What follows belongs to an exercise in optimizing a design on an open flow for small area; a production flow would make more cautious choices. In this exercise RTL edits were held to simulation tests only and were not proved equivalent to the original. Power and IR drop assume default switching activity.

==> flow/design.v (excerpt) <==
module scl_energy (
    input  wire        clk,
    input  wire        rst,               
    input  wire [31:0] cfg_up_thr,        
    input  wire [31:0] cfg_dn_thr,        
    input  wire [16:0] cfg_r_cable,       
    input  wire [8:0]  cfg_i_start,       
    input  wire        in_valid,
    output wire        in_ready,
    input  wire        in_tick,
    input  wire [31:0] in_v,
    input  wire [31:0] in_ih,
    input  wire [31:0] in_il,
    input  wire        in_ovr_v,
    input  wire        in_ovr_ih,
    input  wire        in_ovr_il,
    input  wire        in_lost_v,
    input  wire        in_lost_ih,
    input  wire        in_lost_il,
    output reg         out_valid,
    output wire [63:0] out_e_imp,
    output wire [63:0] out_e_exp,
    output wire [3:0]  out_flags,         
    output wire        out_dir,
    output wire        out_range_low,
    output wire        out_lock,
    output wire [15:0] out_range_sw
);
    localparam [1:0] M_IDLE = 2'd0, M_SMP = 2'd1, M_TK1 = 2'd2, M_TK2 = 2'd3;
    localparam [10:0] K_1599 = 11'd1599;
    localparam [11:0] K_1599X = {K_1599, 1'b0};    
    reg  [6:0]  ph;                  
    reg  [1:0]  md;                  
    wire        smp = (md == M_SMP);
    wire        tk1 = (md == M_TK1);
    wire        tk2 = (md == M_TK2);
    wire        last = (ph == 7'd99);
    reg  [99:0] ra;
    reg  [49:0] rb;
    reg  [24:0] rc;
    reg         z;                   
  ...
Settings: LEC_CHECK=0, ABC_AREA=1, CAP_MARGIN=0, CORE_MARGIN=2, CORE_UTILIZATION=70, SLEW_MARGIN=0; clock period 20.0 ns.
standard.sh (not shown) runs the stock make flow with config.mk's settings and CLKGATE_MAP_FILE= SYNTH_SCRIPT=/design/flow/synth_recipe.tcl, a recipe that flattens the netlist after the stock synthesis.
==> flow/flow/run.sh <==
#!/bin/bash
# The standard ORFS layout (standard.sh), with these changes passed to make:
#  - abc maps for area only (strash; dch; amap; topo): a copy of ORFS's
#    scripts folder with abc_area.script replaced (SCRIPTS_DIR);
#  - port buffers use the smallest buffer cell, sky130_fd_sc_hd__buf_1;
#  - clock tree synthesis uses clkbuf_4 in small clusters and no dummy loads.
# ORFS's whole output goes to standard.log here; its step logs stay in orfs/logs/.
set -euo pipefail
cp -r "$FLOW_HOME/scripts" scripts_area
cp flow/abc_area.script scripts_area/abc_area.script
export BUFFER_PORTS_ARGS="-buffer_cell sky130_fd_sc_hd__buf_1"
export CTS_ARGS="-sink_clustering_enable -repair_clock_nets -dont_use_dummy_load -buf_list sky130_fd_sc_hd__clkbuf_4 -sink_clustering_size 10 -sink_clustering_max_diameter 40"
sed "s|^make -C |make SCRIPTS_DIR=$PWD/scripts_area -C |" standard.sh > standard_area.sh
bash standard_area.sh > standard.log 2>&1
==> flow/flow/abc_area.script <==
strash
dch
amap
topo
==> next run, changes <==
--- a/flow/flow/run.sh
+++ b/flow/flow/run.sh
@@ -3 +3 @@
-#  - abc maps for area only (strash; dch; amap; topo): a copy of ORFS's
+#  - abc maps for area only (strash; dch; map -a; topo): a copy of ORFS's
@@ -4,0 +5 @@
+#  - one tie cell drives all constant outputs (SKIP_REPAIR_TIE_FANOUT);
@@ -10,0 +12 @@
+export SKIP_REPAIR_TIE_FANOUT=1
==> flow/flow/abc_area.script (replaced) <==
strash
dch
map -a
topo
The new run finished with timing, DRC and antenna clean.
Global-route usage increases by 0.27 points.
Die area increases by about 2.2%.
First-iteration DRC count goes up by 20%.
Hold slack degrades by 0.0053 ns.
Clock skew goes down by 0.014 ns.
Cell count rose by about 7%.
==> next run, changes <==
--- a/flow/flow/run.sh
+++ b/flow/flow/run.sh
@@ -5 +4,0 @@
-#  - one tie cell drives all constant outputs (SKIP_REPAIR_TIE_FANOUT);
@@ -12 +10,0 @@
-export SKIP_REPAIR_TIE_FANOUT=1
==> flow/flow/abc_area.script (replaced) <==
&get -n
&st
&dch
&nf -a
&put
topo
=>
- core utilization increases by 1.1 points
- combinational power decreases by 8.6%
- first-iteration DRC count decreases by 33%
==> next run, changes <==
==> flow/flow/run.sh (replaced) <==
#!/bin/bash
# The standard ORFS layout (standard.sh, unchanged synthesis), with two
# knobs passed through the environment:
#  - port buffers use the smallest buffer cell, sky130_fd_sc_hd__buf_1;
#  - clock tree synthesis uses clkbuf_4 in small clusters and no dummy loads.
# The whole ORFS output goes to standard.log in this folder; ORFS's per-step
# logs stay under orfs/logs/.
set -euo pipefail
export BUFFER_PORTS_ARGS="-buffer_cell sky130_fd_sc_hd__buf_1"
export CTS_ARGS="-sink_clustering_enable -repair_clock_nets -dont_use_dummy_load -buf_list sky130_fd_sc_hd__clkbuf_4 -sink_clustering_size 10 -sink_clustering_max_diameter 40"
bash standard.sh > standard.log 2>&1
--- a/flow/config.mk
+++ b/flow/config.mk
@@ -9 +9 @@
-export CAP_MARGIN = 0
+export CAP_MARGIN = 20
@@ -12 +12 @@
-export SLEW_MARGIN = 0
+export SLEW_MARGIN = 20
removed: flow/flow/abc_area.script
Outcome:
- The new run finished with timing, DRC and antenna clean
- fmax climbs slightly
- power rises by a few percent
- worst hold slack barely changes
- design area rises by a few percent
- non-clock buffer count is lower by 15
- clock skew fell by 0.0052 ns
==> next run, changes <==
--- a/flow/flow/run.sh
+++ b/flow/flow/run.sh
@@ -2,2 +2,3 @@
-# The standard ORFS layout (standard.sh, unchanged synthesis), with two
-# knobs passed through the environment:
+# The standard ORFS layout (standard.sh), with these changes passed to make:
+#  - abc maps for area only (strash; dch; map -a; topo): a copy of ORFS's
+#    scripts folder with abc_area.script replaced (SCRIPTS_DIR);
@@ -6,2 +7 @@
-# The whole ORFS output goes to standard.log in this folder; ORFS's per-step
-# logs stay under orfs/logs/.
+# ORFS's whole output goes to standard.log here; its step logs stay in orfs/logs/.
@@ -8,0 +9,2 @@
+cp -r "$FLOW_HOME/scripts" scripts_area
+cp flow/abc_area.script scripts_area/abc_area.script
@@ -11 +13,2 @@
-bash standard.sh > standard.log 2>&1
+sed "s|^make -C |make SCRIPTS_DIR=$PWD/scripts_area -C |" standard.sh > standard_area.sh
+bash standard_area.sh > standard.log 2>&1
==> flow/flow/abc_area.script (new file) <==
strash
dch
map -a
topo
--- a/flow/config.mk
+++ b/flow/config.mk
@@ -9 +9 @@
-export CAP_MARGIN = 20
+export CAP_MARGIN = 0
@@ -11,2 +11,2 @@
-export CORE_UTILIZATION = 70
-export SLEW_MARGIN = 20
+export CORE_UTILIZATION = 76
+export SLEW_MARGIN = 0
Outcome: The new run completed without violations. Setup slack loses 0.24 ns. Wire length is higher slightly. First-iteration DRC count is lower by a few percent. Via count is lower slightly. Utilization is higher by 11 points. Non-clock buffer count is higher by 8. Die area is lower by roughly a tenth. Power is higher slightly.
==> next run, changes <==
--- a/flow/flow/run.sh
+++ b/flow/flow/run.sh
@@ -10,0 +11 @@
+export SKIP_REPAIR_TIE_FANOUT=1
--- a/flow/config.mk
+++ b/flow/config.mk
@@ -11 +11 @@
-export CORE_UTILIZATION = 76
+export CORE_UTILIZATION = 70
Final cell count hardly moves. Core utilization went down by 7.9 points. Setup slack degrades by 0.016 ns. Final area went down by about 0.7%. Hold slack degrades by 0.014 ns. Clock skew went down by 0.042 ns.

* * *

## the previous run
scl_energy, a different RTL version from the one above (not shown whole).
Size in the first run: roughly 1400 cells after synthesis, about 350 I/O pins.
Design scl_energy, start of the top module:
module scl_energy (
    input  wire        clk,
    input  wire        rst,               
    input  wire [31:0] cfg_up_thr,        
    input  wire [31:0] cfg_dn_thr,        
    input  wire [16:0] cfg_r_cable,       
    input  wire [8:0]  cfg_i_start,       
    input  wire        in_valid,
    output wire        in_ready,
    input  wire        in_tick,
    input  wire [31:0] in_v,
    input  wire [31:0] in_ih,
    input  wire [31:0] in_il,
    input  wire        in_ovr_v,
    input  wire        in_ovr_ih,
    input  wire        in_ovr_il,
    input  wire        in_lost_v,
    input  wire        in_lost_ih,
    input  wire        in_lost_il,
    output reg         out_valid,
    output wire [63:0] out_e_imp,
    output wire [63:0] out_e_exp,
    output wire [3:0]  out_flags,         
    output wire        out_dir,
    output wire        out_range_low,
    output wire        out_lock,
    output wire [15:0] out_range_sw
);
clock: 20.0 ns
lec_check: 0
abc_area: 1
cap_margin: 20
core_margin: 2
core_utilization: 70
slew_margin: 20
==> flow/flow/run.sh <==
#!/bin/bash
# The standard ORFS layout (standard.sh, unchanged synthesis), with two
# knobs passed through the environment:
#  - port buffers use the smallest buffer cell, sky130_fd_sc_hd__buf_1;
#  - clock tree synthesis uses clkbuf_4 in small clusters and no dummy loads.
# The whole ORFS output goes to standard.log in this folder; ORFS's per-step
# logs stay under orfs/logs/.
set -euo pipefail
export BUFFER_PORTS_ARGS="-buffer_cell sky130_fd_sc_hd__buf_1"
export CTS_ARGS="-sink_clustering_enable -repair_clock_nets -dont_use_dummy_load -buf_list sky130_fd_sc_hd__clkbuf_4 -sink_clustering_size 10 -sink_clustering_max_diameter 40"
bash standard.sh > standard.log 2>&1
The previous run finished every stage and its layout cleared the timing, DRC and antenna checks.
The following lists how the current run was set up differently from the previous run:
==> flow/flow/run.sh <==
#!/bin/bash
# The standard ORFS layout (standard.sh), with these changes passed to make:
#  - abc maps for area only (strash; dch; map -a; topo): a copy of ORFS's
#    scripts folder with abc_area.script replaced (SCRIPTS_DIR);
#  - port buffers use the smallest buffer cell, sky130_fd_sc_hd__buf_1;
#  - clock tree synthesis uses clkbuf_4 in small clusters and no dummy loads.
# ORFS's whole output goes to standard.log here; its step logs stay in orfs/logs/.
set -euo pipefail
cp -r "$FLOW_HOME/scripts" scripts_area
cp flow/abc_area.script scripts_area/abc_area.script
export BUFFER_PORTS_ARGS="-buffer_cell sky130_fd_sc_hd__buf_1"
export CTS_ARGS="-sink_clustering_enable -repair_clock_nets -dont_use_dummy_load -buf_list sky130_fd_sc_hd__clkbuf_4 -sink_clustering_size 10 -sink_clustering_max_diameter 40"
sed "s|^make -C |make SCRIPTS_DIR=$PWD/scripts_area -C |" standard.sh > standard_area.sh
bash standard_area.sh > standard.log 2>&1
==> flow/flow/abc_area.script (new file) <==
strash
dch
map -a
topo
Findings:
In the current run, the fraction of power consumed by the clock network came out 1.3 points below the value in the previous run. Count of clock buffers in the final design, the previous run and the current run, lower one = the current run. The previous run vs the current run, dominant kind of cell: multi-input gates vs registers. As of the current run, final routed wire length divided by cell count had risen slightly compared to the previous run. The current run vs the previous run: power share of the combinational group up in the current run. Changes observed in the current run relative to the previous run: total routed wirelength went down by about 3.6%; number of vias after detailed routing down 4.3%.

* * *

Setup of red:
Another version of the RTL of scl_energy (not shown whole).
Size: roughly 1200 cells after synthesis, ~350 I/O pins, about 0.011 mm^2 of cells after synthesis.
// scl_energy
module scl_energy (
    input  wire        clk,
    input  wire        rst,               
    input  wire [31:0] cfg_up_thr,        
    input  wire [31:0] cfg_dn_thr,        
    input  wire [16:0] cfg_r_cable,       
    input  wire [8:0]  cfg_i_start,       
    input  wire        in_valid,
    output wire        in_ready,
    input  wire        in_tick,
    input  wire [31:0] in_v,
    input  wire [31:0] in_ih,
    input  wire [31:0] in_il,
    input  wire        in_ovr_v,
    input  wire        in_ovr_ih,
    input  wire        in_ovr_il,
    input  wire        in_lost_v,
    input  wire        in_lost_ih,
    input  wire        in_lost_il,
    output reg         out_valid,
    output wire [63:0] out_e_imp,
    output wire [63:0] out_e_exp,
    output wire [3:0]  out_flags,         
    output wire        out_dir,
    output wire        out_range_low,
    output wire        out_lock,
    output wire [15:0] out_range_sw
);
==> flow/config.mk <==
export PLATFORM = sky130hd
export DESIGN_NAME = scl_energy
export DESIGN_NICKNAME = scl_energy
export VERILOG_FILES = /design/flow/design.v
export SDC_FILE = /design/flow/constraint.sdc
export NUM_CORES = 4
export LEC_CHECK = 0
export ABC_AREA = 1
export CAP_MARGIN = 0
export CORE_MARGIN = 2
export CORE_UTILIZATION = 70
export SLEW_MARGIN = 0
==> flow/constraint.sdc <==
create_clock -name core_clock -period 20.0 [get_ports {clk}]
set_input_delay 4.0000 -clock core_clock [delete_from_list [all_inputs] [get_ports {clk}]]
set_output_delay 4.0000 -clock core_clock [all_outputs]
set_load 0.01 [all_outputs]
==> flow/flow/run.sh <==
#!/bin/bash
# The standard ORFS layout (standard.sh), with these changes passed to make:
#  - abc maps for area only (strash; dch; map -a; topo): a copy of ORFS's
#    scripts folder with abc_area.script replaced (SCRIPTS_DIR);
#  - one tie cell drives all constant outputs (SKIP_REPAIR_TIE_FANOUT);
#  - port buffers use the smallest buffer cell, sky130_fd_sc_hd__buf_1;
#  - clock tree synthesis uses clkbuf_4 in small clusters and no dummy loads.
# ORFS's whole output goes to standard.log here; its step logs stay in orfs/logs/.
set -euo pipefail
cp -r "$FLOW_HOME/scripts" scripts_area
cp flow/abc_area.script scripts_area/abc_area.script
export SKIP_REPAIR_TIE_FANOUT=1
export BUFFER_PORTS_ARGS="-buffer_cell sky130_fd_sc_hd__buf_1"
export CTS_ARGS="-sink_clustering_enable -repair_clock_nets -dont_use_dummy_load -buf_list sky130_fd_sc_hd__clkbuf_4 -sink_clustering_size 10 -sink_clustering_max_diameter 40"
sed "s|^make -C |make SCRIPTS_DIR=$PWD/scripts_area -C |" standard.sh > standard_area.sh
bash standard_area.sh > standard.log 2>&1
==> flow/flow/abc_area.script <==
strash
dch
map -a
topo
Input changes introduced in blue (baseline for comparison: red):
-- flow/flow/run.sh --
<<< red, line 5
#  - one tie cell drives all constant outputs (SKIP_REPAIR_TIE_FANOUT);
>>> blue, line 5
<<< red, line 12
export SKIP_REPAIR_TIE_FANOUT=1
>>> blue, line 11
### Flow results
Both conditions hold for blue: the flow ran to the end and the final layout passed the timing, DRC and antenna checks. blue has share of the final layout cell area in sequential cells below what red had. Global-route wire length before repair in blue is about 3% higher than in red. The hold violation total from the final report of blue and that of red are within noise of each other. Between red and blue, the ratio of cells with drive above 1 in the final layout figures differ only marginally. As far as clock slew seen by the registers of the worst setup and hold paths is concerned, red and blue perform about the same. Signed area change from the synthesized netlist to the final layout in blue is 1.0 points higher than in red. Of blue and red, the higher relative contribution of the clock network to total power belongs to blue. Total power: blue higher than red.

* * *

== build 6 ==
Another version of the RTL of scl_energy (not shown whole).
Size in the first run: about 1700 cells after synthesis, about 260 flip-flops, roughly 15000 sq um of cells after synthesis.
Design scl_energy, start of the top module:
module scl_energy (
    input  wire        clk,
    input  wire        rst,               
    input  wire [31:0] cfg_up_thr,        
    input  wire [31:0] cfg_dn_thr,        
    input  wire [16:0] cfg_r_cable,       
    input  wire [8:0]  cfg_i_start,       
    input  wire        in_valid,
    output wire        in_ready,
    input  wire        in_tick,
    input  wire [31:0] in_v,
    input  wire [31:0] in_ih,
    input  wire [31:0] in_il,
    input  wire        in_ovr_v,
    input  wire        in_ovr_ih,
    input  wire        in_ovr_il,
    input  wire        in_lost_v,
    input  wire        in_lost_ih,
    input  wire        in_lost_il,
    output reg         out_valid,
    output wire [63:0] out_e_imp,
    output wire [63:0] out_e_exp,
    output wire [3:0]  out_flags,         
    output wire        out_dir,
    output wire        out_range_low,
    output wire        out_lock,
    output wire [15:0] out_range_sw
);
make LEC_CHECK=0 CAP_MARGIN=20 CORE_MARGIN=2 CORE_UTILIZATION=40 SLEW_MARGIN=20 finish   # period 20.0 ns
run.sh (not shown) runs the stock make flow with config.mk's settings and CLKGATE_MAP_FILE= SYNTH_SCRIPT=/design/flow/synth_recipe.tcl, a recipe that flattens the netlist after the stock synthesis.
Stock flow here: none of the scripts above is used.
Build 6 has completed all stages; timing, DRC and antenna checks passed.
Inputs modified between build 6 and build 92:
- ABC_AREA newly set to 1
- CTS_BUF_LIST newly set to sky130_fd_sc_hd__clkbuf_4
- CORE_UTILIZATION changed from 40 to 70
Findings:
- The run with more routed wire is build 92, not build 6.
- In the final reports, the cell area of build 92 is smaller than that of build 6.
- Average vias per placed instance in build 92 is 1.3 above build 6.
- Build 92 vs build 6: clock-cell share of area down in build 92
- Per the comparison of build 92 with build 6, clock network latency to the later pin of the worst-skew pair picked up an extra 0.24 ns, final worst setup slack grew by 1.85 ns, total chip power lost 1.4%.
- The register-to-register slack reported for build 92 is greater than that of build 6 by 0.43 ns.
- Taking build 6 as the reference, in build 92 worst vdd rail ir drop increased 0.032 mV, post-synthesis to final-layout area growth decreased 3.0 points, sequential share of layout area increased 0.98 points.

[re-timing with driven ports]
The flow's constraints put no driver on any port. The routed layouts listed below were extracted and timed again, unchanged, in two steps. Step 1: set_driving_cell puts a clkbuf_16 on clk and a buf_2 on each other input, an assumption about the parent block. Step 2 moves the port delays by t, midway between the first and last clock arrival at a register: inputs arrive t later, outputs are due t later. That takes back most of the time a late clock gives input paths. Three values: ideal, step 1, step 2; two values: the first two.
run	t (ns)	setup slack, ns	worst setup path after step 2	pins driven straight from the clock port
the first run of note 1	0.620	0.544 / 0.567 / -0.053	input to register	1
the second run of note 1	0.636	0.593 / 0.564 / -0.072	input to register	1
the third run of note 1	0.623	0.588 / 0.613 / -0.010	input to register	1
the fourth run of note 1	0.633	0.851 / 0.864 / 0.231	input to register	1
the fifth run of note 1	0.669	0.609 / 0.612 / -0.057	input to register	1
the sixth run of note 1	0.636	0.593 / 0.564 / -0.072	input to register	1
the previous run	0.652	0.897 / 0.917 / 0.265	input to register	1
the current run	0.630	0.549 / 0.577 / -0.053	input to register	1
red	0.616	0.505 / 0.523 / -0.093	input to register	1
blue	0.616	0.621 / 0.636 / 0.020	input to register	1
build 6	0.597	4.677 / 4.696 / 4.099	input to register	1
build 92	0.766	6.526 / 6.523 / 5.756	input to register	1
With both steps, setup timing fails in 7 of these runs, where it was met with ideal ports. The setup slack of build 92, which loses most, moves by -0.003 ns with the drivers and by -0.770 ns with both steps.
